This is an optimization exercise on Yosys and OpenROAD, whose aim is small area, a short achievable clock period and few clock cycles per item, not a production implementation. Only simulation tests tie the RTL to the original design; equivalence was not proved.

==> flow/design.v <==
module sha256_core (
    input  wire         clk,
    input  wire         rst,
    input  wire         start,
    input  wire         init,
    input  wire [511:0] block,      
    output wire         ready,
    output reg          done,
    output wire [255:0] digest      
);
    localparam [255:0] IV = {
        32'h6a09e667, 32'hbb67ae85, 32'h3c6ef372, 32'ha54ff53a,
        32'h510e527f, 32'h9b05688c, 32'h1f83d9ab, 32'h5be0cd19
    };
    function automatic [31:0] rotr(input [31:0] x, input integer n);
        rotr = (x >> n) | (x << (32 - n));
    endfunction
    reg         busy;
    reg  [5:0]  t;
    reg  [31:0] H [0:7];
    reg  [31:0] a, b, c, d, e, f, g, h;
    reg  [31:0] w [0:15];
    assign ready = !busy;
    reg  [31:0] k_t;
    always @* begin
        case (t)
            6'd0:  k_t = 32'h428a2f98;  6'd1:  k_t = 32'h71374491;
            6'd2:  k_t = 32'hb5c0fbcf;  6'd3:  k_t = 32'he9b5dba5;
            6'd4:  k_t = 32'h3956c25b;  6'd5:  k_t = 32'h59f111f1;
            6'd6:  k_t = 32'h923f82a4;  6'd7:  k_t = 32'hab1c5ed5;
            6'd8:  k_t = 32'hd807aa98;  6'd9:  k_t = 32'h12835b01;
            6'd10: k_t = 32'h243185be;  6'd11: k_t = 32'h550c7dc3;
            6'd12: k_t = 32'h72be5d74;  6'd13: k_t = 32'h80deb1fe;
            6'd14: k_t = 32'h9bdc06a7;  6'd15: k_t = 32'hc19bf174;
            6'd16: k_t = 32'he49b69c1;  6'd17: k_t = 32'hefbe4786;
            6'd18: k_t = 32'h0fc19dc6;  6'd19: k_t = 32'h240ca1cc;
            6'd20: k_t = 32'h2de92c6f;  6'd21: k_t = 32'h4a7484aa;
            6'd22: k_t = 32'h5cb0a9dc;  6'd23: k_t = 32'h76f988da;
            6'd24: k_t = 32'h983e5152;  6'd25: k_t = 32'ha831c66d;
            6'd26: k_t = 32'hb00327c8;  6'd27: k_t = 32'hbf597fc7;
            6'd28: k_t = 32'hc6e00bf3;  6'd29: k_t = 32'hd5a79147;
            6'd30: k_t = 32'h06ca6351;  6'd31: k_t = 32'h14292967;
            6'd32: k_t = 32'h27b70a85;  6'd33: k_t = 32'h2e1b2138;
            6'd34: k_t = 32'h4d2c6dfc;  6'd35: k_t = 32'h53380d13;
            6'd36: k_t = 32'h650a7354;  6'd37: k_t = 32'h766a0abb;
            6'd38: k_t = 32'h81c2c92e;  6'd39: k_t = 32'h92722c85;
            6'd40: k_t = 32'ha2bfe8a1;  6'd41: k_t = 32'ha81a664b;
            6'd42: k_t = 32'hc24b8b70;  6'd43: k_t = 32'hc76c51a3;
            6'd44: k_t = 32'hd192e819;  6'd45: k_t = 32'hd6990624;
            6'd46: k_t = 32'hf40e3585;  6'd47: k_t = 32'h106aa070;
            6'd48: k_t = 32'h19a4c116;  6'd49: k_t = 32'h1e376c08;
            6'd50: k_t = 32'h2748774c;  6'd51: k_t = 32'h34b0bcb5;
            6'd52: k_t = 32'h391c0cb3;  6'd53: k_t = 32'h4ed8aa4a;
            6'd54: k_t = 32'h5b9cca4f;  6'd55: k_t = 32'h682e6ff3;
            6'd56: k_t = 32'h748f82ee;  6'd57: k_t = 32'h78a5636f;
            6'd58: k_t = 32'h84c87814;  6'd59: k_t = 32'h8cc70208;
            6'd60: k_t = 32'h90befffa;  6'd61: k_t = 32'ha4506ceb;
            6'd62: k_t = 32'hbef9a3f7;  default: k_t = 32'hc67178f2;
        endcase
    end
    assign digest = {H[0], H[1], H[2], H[3], H[4], H[5], H[6], H[7]};
    wire [31:0] s1  = rotr(e, 6) ^ rotr(e, 11) ^ rotr(e, 25);
    wire [31:0] ch  = (e & f) ^ (~e & g);
    wire [31:0] t1  = h + s1 + ch + k_t + w[0];
    wire [31:0] s0  = rotr(a, 2) ^ rotr(a, 13) ^ rotr(a, 22);
    wire [31:0] maj = (a & b) ^ (a & c) ^ (b & c);
    wire [31:0] t2  = s0 + maj;
    wire [31:0] ws0 = rotr(w[1], 7) ^ rotr(w[1], 18) ^ (w[1] >> 3);
    wire [31:0] ws1 = rotr(w[14], 17) ^ rotr(w[14], 19) ^ (w[14] >> 10);
    wire [31:0] wn  = ws1 + w[9] + ws0 + w[0];
    integer i;
    always @(posedge clk) begin
        if (rst) begin
            busy <= 1'b0;
            done <= 1'b0;
            t    <= 6'd0;
            for (i = 0; i < 8; i = i + 1) H[i] <= IV[255 - 32*i -: 32];
        end else begin
            done <= 1'b0;
            if (!busy) begin
                if (start) begin
                    for (i = 0; i < 16; i = i + 1) w[i] <= block[511 - 32*i -: 32];
                    if (init) begin
                        for (i = 0; i < 8; i = i + 1) H[i] <= IV[255 - 32*i -: 32];
                        {a, b, c, d, e, f, g, h} <= IV;
                    end else begin
                        {a, b, c, d, e, f, g, h} <= {H[0], H[1], H[2], H[3], H[4], H[5], H[6], H[7]};
                    end
                    t    <= 6'd0;
                    busy <= 1'b1;
                end
            end else begin
                h <= g;
                g <= f;
                f <= e;
                e <= d + t1;
                d <= c;
                c <= b;
                b <= a;
                a <= t1 + t2;
                for (i = 0; i < 15; i = i + 1) w[i] <= w[i + 1];
                w[15] <= wn;
                t <= t + 6'd1;
                if (t == 6'd63) begin
                    busy <= 1'b0;
                    done <= 1'b1;
                    H[0] <= H[0] + t1 + t2;
                    H[1] <= H[1] + a;
                    H[2] <= H[2] + b;
                    H[3] <= H[3] + c;
                    H[4] <= H[4] + d + t1;
                    H[5] <= H[5] + e;
                    H[6] <= H[6] + f;
                    H[7] <= H[7] + g;
                end
            end
        end
    end
endmodule
==> flow/run.sh <==
#!/bin/bash
# synth_recipe.tcl (not shown) runs the flow's synth.tcl, then flattens the netlist and writes it again
# the make line also repeats each setting of config.mk as NAME=value (left out here)
make -C /OpenROAD-flow-scripts/flow DESIGN_CONFIG=/design/flow/config.mk WORK_HOME=/design/flow/orfs CLKGATE_MAP_FILE= SYNTH_SCRIPT=/design/flow/synth_recipe.tcl finish
==> flow/config.mk <==
export PLATFORM = sky130hd
export DESIGN_NAME = sha256_core
export DESIGN_NICKNAME = sha256_core
export VERILOG_FILES = /design/flow/design.v
export SDC_FILE = /design/flow/constraint.sdc
export NUM_CORES = 4
export LEC_CHECK = 0
export CAP_MARGIN = 20
export CORE_MARGIN = 2
export CORE_UTILIZATION = 40
export SLEW_MARGIN = 20
==> flow/constraint.sdc <==
create_clock -name core_clock -period 12.0 [get_ports {clk}]
set_input_delay 2.4000 -clock core_clock [delete_from_list [all_inputs] [get_ports {clk}]]
set_output_delay 2.4000 -clock core_clock [all_outputs]
set_load 0.01 [all_outputs]
==> impl_metrics.env <==
export IMPL_start_kind="flop"
export IMPL_drv_cap=0
export IMPL_cts_tree="done"
export IMPL_worst_slew_pin_slew_ns=1.190
export IMPL_maxSlewViolCount=0
export IMPL_avgSynthCellArea_sq_um=10.15
export IMPL_ctsResizeCount=0
export IMPL_reg_top3="w x512, H x256"
export IMPL_clock_latency_ns=0.83
export IMPL_cts_hold_buf=0
export IMPL_clk_pin_slew_worst_paths_ns=0.06
export IMPL_netlist_instances=7074
export IMPL_reg2reg_slack_ns=3.35
export IMPL_fillCellCount=16735
export IMPL_setup_viol=0
export IMPL_grt_ovfl_total=0
export IMPL_path_max_fanout=6
export IMPL_path_common_cell="fa_1"
export IMPL_synth_edf_count=768
export IMPL_min_period_over_period=0.7209
export IMPL_dieHeight_microns=427.8
export IMPL_cts_buffers=134
export IMPL_register_area_sq_um=28990
export IMPL_viasPerCell=5.703
export IMPL_grt_start_max_net_pins=179
export IMPL_crit_arrival_ns=9.31
export IMPL_final_setup_worst_slack_ns=3.349
export IMPL_largest_reg_flops=512
export IMPL_holdPathEnd="H[6][31]$_SDFFE_PP0P_"
export IMPL_fmax_ghz=0.1156
export IMPL_synth_seq_area_share=0.4036
export IMPL_synthDominantCellAreaShare=0.3211
export IMPL_grt_pass1_wl_microns=410500
export IMPL_drive_above_1_share=0.1083
export IMPL_cp_slowest_stage_delay_ns=0.62
export IMPL_synthTopCellsByArea="edfxtp_1 (32%), mux2_2 (8.4%), dfxtp_1 (8.2%)"
export IMPL_via_count=57945
export IMPL_status="finished clean"
export IMPL_r2r_cells=33
export IMPL_post_route_min_period_ns=8.651
export IMPL_gp_congestion=0.9876
export IMPL_dieWidth_microns=427.8
export IMPL_dieArea_sq_um=183000
export IMPL_routed_wl_microns=292400
export IMPL_grt_antenna_before_repair=44
export IMPL_h_tree_depth=4
export IMPL_reg2reg_from="e[12]$_DFFE_PP_"
export IMPL_coreArea_sq_um=178400
export IMPL_cts_setup_buffers=0
export IMPL_final_core_util=0.4831
export IMPL_drtAntennaViolNets=0
export IMPL_ios=774
export IMPL_dpl_worst_slack_ns=3.494
export IMPL_cp_end_kind="flop"
export IMPL_hold_depth=2
export IMPL_worstPathRequired_ns=12.66
export IMPL_synth_seq_cells=1064
export IMPL_start_util=0.4026
export IMPL_dpl_hpwl_microns=225500
export IMPL_crit_type="flop to flop"
export IMPL_synth_top_cell_by_area="edfxtp_1"
export IMPL_syn_area_sq_um=71830
export IMPL_final_hold_violation_count=0
export IMPL_grtUsageTotal=0.3126
export IMPL_clockBufferDepth=3
export IMPL_routedWlPerCell_microns=28.78
export IMPL_clkSinkCount=1064
export IMPL_yosysWarnings=3
export IMPL_crit_path_top_delay_cell="xor2_1"
export IMPL_syn_nets=8236
export IMPL_drt_drc_violations_left=0
export IMPL_yosys_most_used_dff="edfxtp_1"
export IMPL_nets=8848
export IMPL_top_register="w"
export IMPL_drtIter0Drc=5918
export IMPL_slew_headroom=0.2069
export IMPL_area_growth_pct=19.99
export IMPL_r2r_end="H[4][31]$_SDFFE_PP0P_"
export IMPL_multi_input_comb_area_sq_um=39630
export IMPL_detail_route_first_pass_iterations=5
export IMPL_rsz0062_at_grt="no"
export IMPL_synthDistinctLibCells=93
export IMPL_port_buffers=773
export IMPL_skew_ns=0.04095
export IMPL_grt_pass1_vias=56507
export IMPL_row_count=155
export IMPL_root_buffer="clkbuf_16"
export IMPL_worst_hold_startpoint="H[6][31]$_SDFFE_PP0P_"
export IMPL_hp_class="flop to flop"
export IMPL_synthArstFlopShare=0
[Yosys cell counts (all sizes together), types with 31 or more instances]
cell type  count
o22ai        113
nor3          78
nor2         480
o21ai        483
a21o         187
ha           419
dfxtp        296
inv          512
o21a          59
xor2         169
nor2b         45
xnor2        423
fa           227
nand2        543
o21bai        54
nand3         76
nand2b       160
a22oi         78
a211oi        45
o211ai        38
edfxtp       768
clkbuf       339
mux2         533
a21oi        467
a31oi         47
maj3          31
[worst max-delay path by stage]
stage | from | end | slack [ns] | depth (start not counted)
2_1_floorplan | rst | a[0]$_DFFE_PP_ | -2.73 | 5
6_report | e[12]$_DFFE_PP_ | H[4][31]$_SDFFE_PP0P_ | 3.35 | 33
3_3_place_gp | e[27]$_DFFE_PP_ | H[4][31]$_SDFFE_PP0P_ | 3.59 | 36
4_1_cts | e[27]$_DFFE_PP_ | H[4][31]$_SDFFE_PP0P_ | 3.49 | 36
5_1_grt | e[26]$_DFFE_PP_ | H[4][31]$_SDFFE_PP0P_ | 2.91 | 33
3_5_place_dp | e[27]$_DFFE_PP_ | H[4][31]$_SDFFE_PP0P_ | 3.49 | 36
[stage by stage]
step	cell area, sq um	hold WS [ns]	instances	TNS, ns
floorplan	71880	0.4881	7074	-2093.60
global placement	81770	0.4892	9905	0
detailed placement	81770	0.4889	9905	0
CTS	86160	0.4978	10149	0
global route	86170	0.5331	10154	0
finish	86190	0.5043	10160	0
[per-layer routing]
metal / GRT usage / share of wire / vias to the layer above / wire [microns]
li1: - / - / 26477 / -
met1: 0.3950 / 0.40 / 28588 / 118300
met2: 0.5100 / 0.47 / 2341 / 136900
met3: 0.07230 / 0.077 / 501 / 22420
met4: 0.1374 / 0.049 / 38 / 14470
met5: 0 / 0.00086 / - / 251
[logic make-up after synthesis]
logic type | Yosys count | synth area share
multiplexers | 541 | 0.08467
buffers and inverters | 871 | 0.04553
AND/OR/NAND/NOR | 1540 | 0.09690
adder cells (fa/ha/maj) | 677 | 0.1406
XOR/XNOR | 593 | 0.07260
flip-flops | 1064 | 0.4036
AO/OA/AOI/OAI | 1788 | 0.1561
[cell usage in the layout (no fill, tap or decap), types with 295 or more instances in the layout]
cell,instances
a21oi_1,465
nor2_1,476
mux2_2,533
ha_1,419
xnor2_1,423
clkdlybuf4s50_1,771
o21ai_0,473
dfxtp_1,295
edfxtp_1,768
inv_1,509
nand2_1,543
[final cells by class]
type                       instances  share of cell area
clock buffer                     174             0.04172
timing repair buffer             833             0.09590
multi-input combinational       5139              0.4598
tap                             2355             0.03419
sequential                      1064              0.3364
antenna                           11           0.0003194
inverter                         514             0.02241
clock inverter                    70            0.009248
[critical path, delay by kind of cell (launching register included)]
kind / cells / cell delay, ns
AOI/OAI and AO/OA: 13 / 3.07
adders and majority gates: 7 / 2.73
xor gates and xnor gates: 4 / 1.28
DFF: 1 / 0.55
and+or+nand+nor: 5 / 0.55
buffers and inverters: 4 / 0.30
Testbench counts, summed over its fixed seeds: cycles 133,120, blocks 2,048.

## re-timing with driven ports
No port has a modelled driver above. Below, the same layout with a new extraction and two added sets of constraints. Step 1 assumes that a clkbuf_16 drives the clock port and a buf_2 every other input. Step 2 also shifts input and output timing later by t, the mid clock arrival at the registers, as if the neighbouring blocks saw the same clock. Three values: ideal ports, drivers, drivers and shift; two values: the first two.
t, ns: 0.897
slack for setup (ns): 3.349 / 3.349 / 3.349
worst register clock-pin slew, ns: 0.07 / 0.07
After both steps this run still meets setup and hold. For this run, drivers alone change the setup slack by 0.000 ns; drivers and shift together by 0.000 ns.
